What follows belongs to an exercise in optimizing a design on an open flow for small area; a production flow would make more cautious choices. In this exercise RTL edits were held to simulation tests only and were not proved equivalent to the original. No activity file was given, so power comes from the tool's default toggle rates.

## JK
Design win_compare, start of the top module:
module win_compare (
    input  wire        clk,
    input  wire        rst,
    input  wire        cfg_we,
    input  wire [10:0] cfg_w,         
    input  wire [20:0] cfg_trms,      
    input  wire [20:0] cfg_tdc,       
    input  wire        restart,
    input  wire        in_valid,
    input  wire [24:0] in_m,
    input  wire [24:0] in_x,
    output reg         dec_valid,
    output wire        dec_rms_fail,
    output wire        dec_dc_fail,
    output wire        dec_rms_raise,
    output wire        dec_dc_raise,
    output wire [60:0] dec_sumsq,
    output wire [35:0] dec_sum
);
Size: about 1500 cells after synthesis, ~210 I/O pins, ~16000 sq um of cells after synthesis.
Settings: LEC_CHECK=0, CAP_MARGIN=20, CORE_MARGIN=2, CORE_UTILIZATION=65, CTS_BUF_LIST=sky130_fd_sc_hd__clkbuf_8, CTS_CLUSTER_DIAMETER=60, CTS_CLUSTER_SIZE=12, SLEW_MARGIN=20; clock period 20.0 ns.
standard.sh (not shown) runs the stock make flow with config.mk's settings and CLKGATE_MAP_FILE= SYNTH_SCRIPT=/design/flow/synth_recipe.tcl, a recipe that flattens the netlist after the stock synthesis.
==> flow/flow/run.sh <==
#!/bin/bash
# The standard layout, with every input and output port buffered by the
# smallest buffer (buf_1) instead of the one buffer_ports picks by default,
# and a clock tree of clkbuf_8 leaf clusters without dummy loads.
set -euo pipefail
export BUFFER_PORTS_ARGS="-buffer_cell sky130_fd_sc_hd__buf_1"
export CTS_ARGS="-sink_clustering_enable -repair_clock_nets -buf_list sky130_fd_sc_hd__clkbuf_8 -sink_clustering_size 15 -sink_clustering_max_diameter 70 -dont_use_dummy_load"
bash standard.sh "BUFFER_PORTS_ARGS=$BUFFER_PORTS_ARGS" "CTS_ARGS=$CTS_ARGS" finish > standard_make.log 2>&1
Having completed the whole flow, JK delivered a layout that passed the timing, DRC and antenna checks.
Input-level comparison between MS and JK:
- swapping 20 for 5 in CAP_MARGIN
- swapping 20 for 5 in SLEW_MARGIN
- swapping 65 for 40 in CORE_UTILIZATION
Results
MS ended with more clock network fraction of total power than JK. Diff JK -> MS: synthesized cell count neither gained nor lost much; non-clock buffer count picked up an extra about 0.43%. Looking at depth of the critical timing path with buffers and inverters included across JK and MS, the one that comes out lower is JK. Sort JK and MS by sequential share of layout area asc -> top: MS. Instance count after placement with tap cells included: JK and MS compared, higher one is MS. The distinct cell type count of the synthesized netlist on JK is in line with that on MS. Of JK and MS, the higher total wire length belongs to MS. MS has less setup slack than JK. MS against JK: area added between synthesis and finish up 1.9 points; power essentially unchanged.
Changes in AL relative to MS:
- a change of CAP_MARGIN from 5 to 20
- a deleted CTS_CLUSTER_DIAMETER that had been 60
- a change of SLEW_MARGIN from 5 to 20
- a change of CTS_BUF_LIST from sky130_fd_sc_hd__clkbuf_8 to sky130_fd_sc_hd__clkbuf_4
- a deleted CTS_CLUSTER_SIZE that had been 12
==> flow/flow/run.sh <==
#!/bin/bash
# The standard layout, with every input and output port buffered by the
# smallest buffer (buf_1) instead of the one buffer_ports picks by default.
set -euo pipefail
export BUFFER_PORTS_ARGS="-buffer_cell sky130_fd_sc_hd__buf_1"
bash standard.sh "BUFFER_PORTS_ARGS=$BUFFER_PORTS_ARGS" finish > standard_make.log 2>&1
## What came out
- On AL: post-route non-filler standard cell count is 131 higher than what MS gave.
- Sequential element share of the synthesized area: AL vs MS identical
- Summary of AL over MS: register-to-register slack saw an increase, worst hold slack across all endpoints shrank by 0.025 ns, wire length the detailed router placed on met1 picked up an extra 54 um, area of all placed cells without fillers now sits higher, instance count on the critical path saw little to no change.
- The higher clock-buffer cell count came out of AL.
Changes in TR relative to AL:
- CTS_BUF_LIST no longer set, was sky130_fd_sc_hd__clkbuf_4
- CORE_UTILIZATION now 80, was 40
==> flow/flow/run.sh <==
#!/bin/bash
# The standard layout, with every input and output port buffered by the
# smallest buffer (buf_1) instead of the one buffer_ports picks by default,
# and a clock tree of clkbuf_8 leaf clusters without dummy loads.
set -euo pipefail
export BUFFER_PORTS_ARGS="-buffer_cell sky130_fd_sc_hd__buf_1"
export CTS_ARGS="-sink_clustering_enable -repair_clock_nets -buf_list sky130_fd_sc_hd__clkbuf_8 -sink_clustering_size 15 -sink_clustering_max_diameter 70 -dont_use_dummy_load"
bash standard.sh "BUFFER_PORTS_ARGS=$BUFFER_PORTS_ARGS" "CTS_ARGS=$CTS_ARGS" finish > standard_make.log 2>&1
Findings:
The sequential share of power reported for TR is greater than that of AL by 6.0 points.
In TR the layout-stage area growth over the synthesis result turned out 6.9 points lower than in AL.
The more densely filled core belongs to TR, not AL.
[compare] base=AL new=TR: number of tapcells lower, worst setup margin went down by 0.41 ns, global-route usage increased by 18 points relative to the old numbers, maximum VDD drop went up about 70%, combinational share of power shows an increase of 7.8 points.
Met3 wire length (TR vs. AL) increases by more than 10%
Compared with AL, TR shows number of cells on the worst reg-to-reg path that has gone up by a few percent.
Measured against each other, TR and AL differ in cell area, the lower figure coming from TR.

* * *

Starting RTL as in the previous note.
==> flow/config.mk <==
export PLATFORM = sky130hd
export DESIGN_NAME = win_compare
export DESIGN_NICKNAME = win_compare
export VERILOG_FILES = /design/flow/design.v
export SDC_FILE = /design/flow/constraint.sdc
export NUM_CORES = 4
export LEC_CHECK = 0
export CAP_MARGIN = 20
export CORE_MARGIN = 2
export CORE_UTILIZATION = 40
export CTS_BUF_LIST = sky130_fd_sc_hd__clkbuf_8
export CTS_CLUSTER_DIAMETER = 60
export CTS_CLUSTER_SIZE = 12
export SLEW_MARGIN = 20
==> flow/constraint.sdc <==
create_clock -name core_clock -period 20.0 [get_ports {clk}]
set_input_delay 4.0000 -clock core_clock [delete_from_list [all_inputs] [get_ports {clk}]]
set_output_delay 4.0000 -clock core_clock [all_outputs]
set_load 0.01 [all_outputs]
==> flow/flow/run.sh <==
#!/bin/bash
# The standard layout, with every input and output port buffered by the
# smallest buffer (buf_1) instead of the one buffer_ports picks by default,
# and a clock tree of clkbuf_4 leaf clusters without dummy loads.
set -euo pipefail
export BUFFER_PORTS_ARGS="-buffer_cell sky130_fd_sc_hd__buf_1"
export CTS_ARGS="-sink_clustering_enable -repair_clock_nets -buf_list sky130_fd_sc_hd__clkbuf_4 -sink_clustering_size 8 -sink_clustering_max_diameter 50 -dont_use_dummy_load"
bash standard.sh "BUFFER_PORTS_ARGS=$BUFFER_PORTS_ARGS" "CTS_ARGS=$CTS_ARGS" finish > standard_make.log 2>&1
The first run produced a clean layout.
==> next run, changes <==
--- a/flow/flow/run.sh
+++ b/flow/flow/run.sh
@@ -4 +4 @@
-# and a clock tree of clkbuf_4 leaf clusters without dummy loads.
+# and a clock tree of clkbuf_8 leaf clusters without dummy loads.
@@ -7 +7 @@
-export CTS_ARGS="-sink_clustering_enable -repair_clock_nets -buf_list sky130_fd_sc_hd__clkbuf_4 -sink_clustering_size 8 -sink_clustering_max_diameter 50 -dont_use_dummy_load"
+export CTS_ARGS="-sink_clustering_enable -repair_clock_nets -buf_list sky130_fd_sc_hd__clkbuf_8 -sink_clustering_size 15 -sink_clustering_max_diameter 70 -dont_use_dummy_load"
CORE_UTILIZATION = 65   (was 40)
CTS_BUF_LIST = not set   (was sky130_fd_sc_hd__clkbuf_8)
CTS_CLUSTER_DIAMETER = not set   (was 60)
CTS_CLUSTER_SIZE = not set   (was 12)
Effect: The changed run produced a clean layout; final area decreases by 1.6%; critical path depth decreases by 1; power increases by 0.36%; core utilization increases by 27 points; combinational power increases by 6.6%; first-iteration DRC count increases by 18%; die area decreases by about 40%; area after synthesis does not change; count of clock-buffer cells in the layout decreases by 23.
==> next run, changes <==
==> flow/flow/run.sh (replaced) <==
#!/bin/bash
# The standard layout, with every input and output port buffered by the
# smallest buffer (buf_1) instead of the one buffer_ports picks by default.
set -euo pipefail
export BUFFER_PORTS_ARGS="-buffer_cell sky130_fd_sc_hd__buf_1"
bash standard.sh "BUFFER_PORTS_ARGS=$BUFFER_PORTS_ARGS" finish > standard_make.log 2>&1
CORE_UTILIZATION = 40   (was 65)
CTS_BUF_LIST = sky130_fd_sc_hd__clkbuf_8   (was not set)
CTS_CLUSTER_DIAMETER = 60   (was not set)
CTS_CLUSTER_SIZE = 12   (was not set)
What happened: The changed run finished with timing, DRC and antenna clean. Setup slack degrades by 0.049 ns. Count of clock-buffer cells in the layout came out higher by 15. Area after synthesis is unchanged.
==> next run, changes <==
==> flow/flow/run.sh (replaced) <==
#!/bin/bash
# The standard layout, with every input and output port buffered by the
# smallest buffer (buf_1) instead of the one buffer_ports picks by default,
# and a clock tree of clkbuf_8 leaf clusters without dummy loads.
set -euo pipefail
export BUFFER_PORTS_ARGS="-buffer_cell sky130_fd_sc_hd__buf_1"
export CTS_ARGS="-sink_clustering_enable -repair_clock_nets -buf_list sky130_fd_sc_hd__clkbuf_8 -sink_clustering_size 15 -sink_clustering_max_diameter 70 -dont_use_dummy_load"
bash standard.sh "BUFFER_PORTS_ARGS=$BUFFER_PORTS_ARGS" "CTS_ARGS=$CTS_ARGS" finish > standard_make.log 2>&1
What happened: The new run passed the timing, DRC and antenna checks. Core utilization went down by 0.90 points. Die area stays the same. Clock power is lower by 31%. Synthesized cell count stays the same.
==> next run, changes <==
==> flow/flow/run.sh (replaced) <==
#!/bin/bash
# The standard layout, with every input and output port buffered by the
# smallest buffer (buf_1) instead of the one buffer_ports picks by default.
set -euo pipefail
export BUFFER_PORTS_ARGS="-buffer_cell sky130_fd_sc_hd__buf_1"
bash standard.sh "BUFFER_PORTS_ARGS=$BUFFER_PORTS_ARGS" finish > standard_make.log 2>&1
CTS_BUF_LIST = sky130_fd_sc_hd__clkbuf_16   (was sky130_fd_sc_hd__clkbuf_8)
CTS_CLUSTER_DIAMETER = 80   (was 60)
CTS_CLUSTER_SIZE = 20   (was 12)
After rerunning: The changed run finished clean; count of clock-buffer cells in the layout falls by 2; combinational power stays flat; synthesized area stays the same; final area rises by 2.1%; clock power rises by 48%; fmax stays flat.

port drivers added, routing unchanged:
How much do the figures lean on ideal ports? The routed layouts below were timed once more, with nothing changed but the port constraints. Step 1, drivers: a clkbuf_16 drives clk and a buf_2 each remaining input, both assumed. Step 2 times the ports against the registers' clock, not the clock port: input delays grow and output delays shrink by t, the midpoint of the rising clock arrivals with the driver on. Slacks: ideal / step 1 / step 2; pairs: ideal / step 1.
run | t, ns | setup slack, ns | worst register clock-pin slew, ns
JK | 0.594 | 1.942 / 1.967 / 1.373 | 0.10 / 0.10
MS | 0.635 | 1.908 / 1.937 / 1.302 | 0.10 / 0.10
AL | 0.766 | 2.016 / 2.041 / 1.275 | 0.08 / 0.08
TR | 0.591 | 1.609 / 1.634 / 1.043 | 0.10 / 0.10
the first run of note 2 | 0.777 | 2.049 / 2.079 / 1.302 | 0.10 / 0.10
the second run of note 2 | 0.594 | 1.942 / 1.967 / 1.373 | 0.10 / 0.10
the third run of note 2 | 0.628 | 1.893 / 1.922 / 1.294 | 0.09 / 0.09
the fourth run of note 2 | 0.635 | 1.908 / 1.937 / 1.302 | 0.10 / 0.10
the fifth run of note 2 | 0.581 | 1.869 / 1.900 / 1.319 | 0.09 / 0.09
After both steps setup and hold are still met in every run listed. The setup slack of the first run of note 2, which loses most, moves by +0.030 ns with the drivers and by -0.747 ns with both steps.
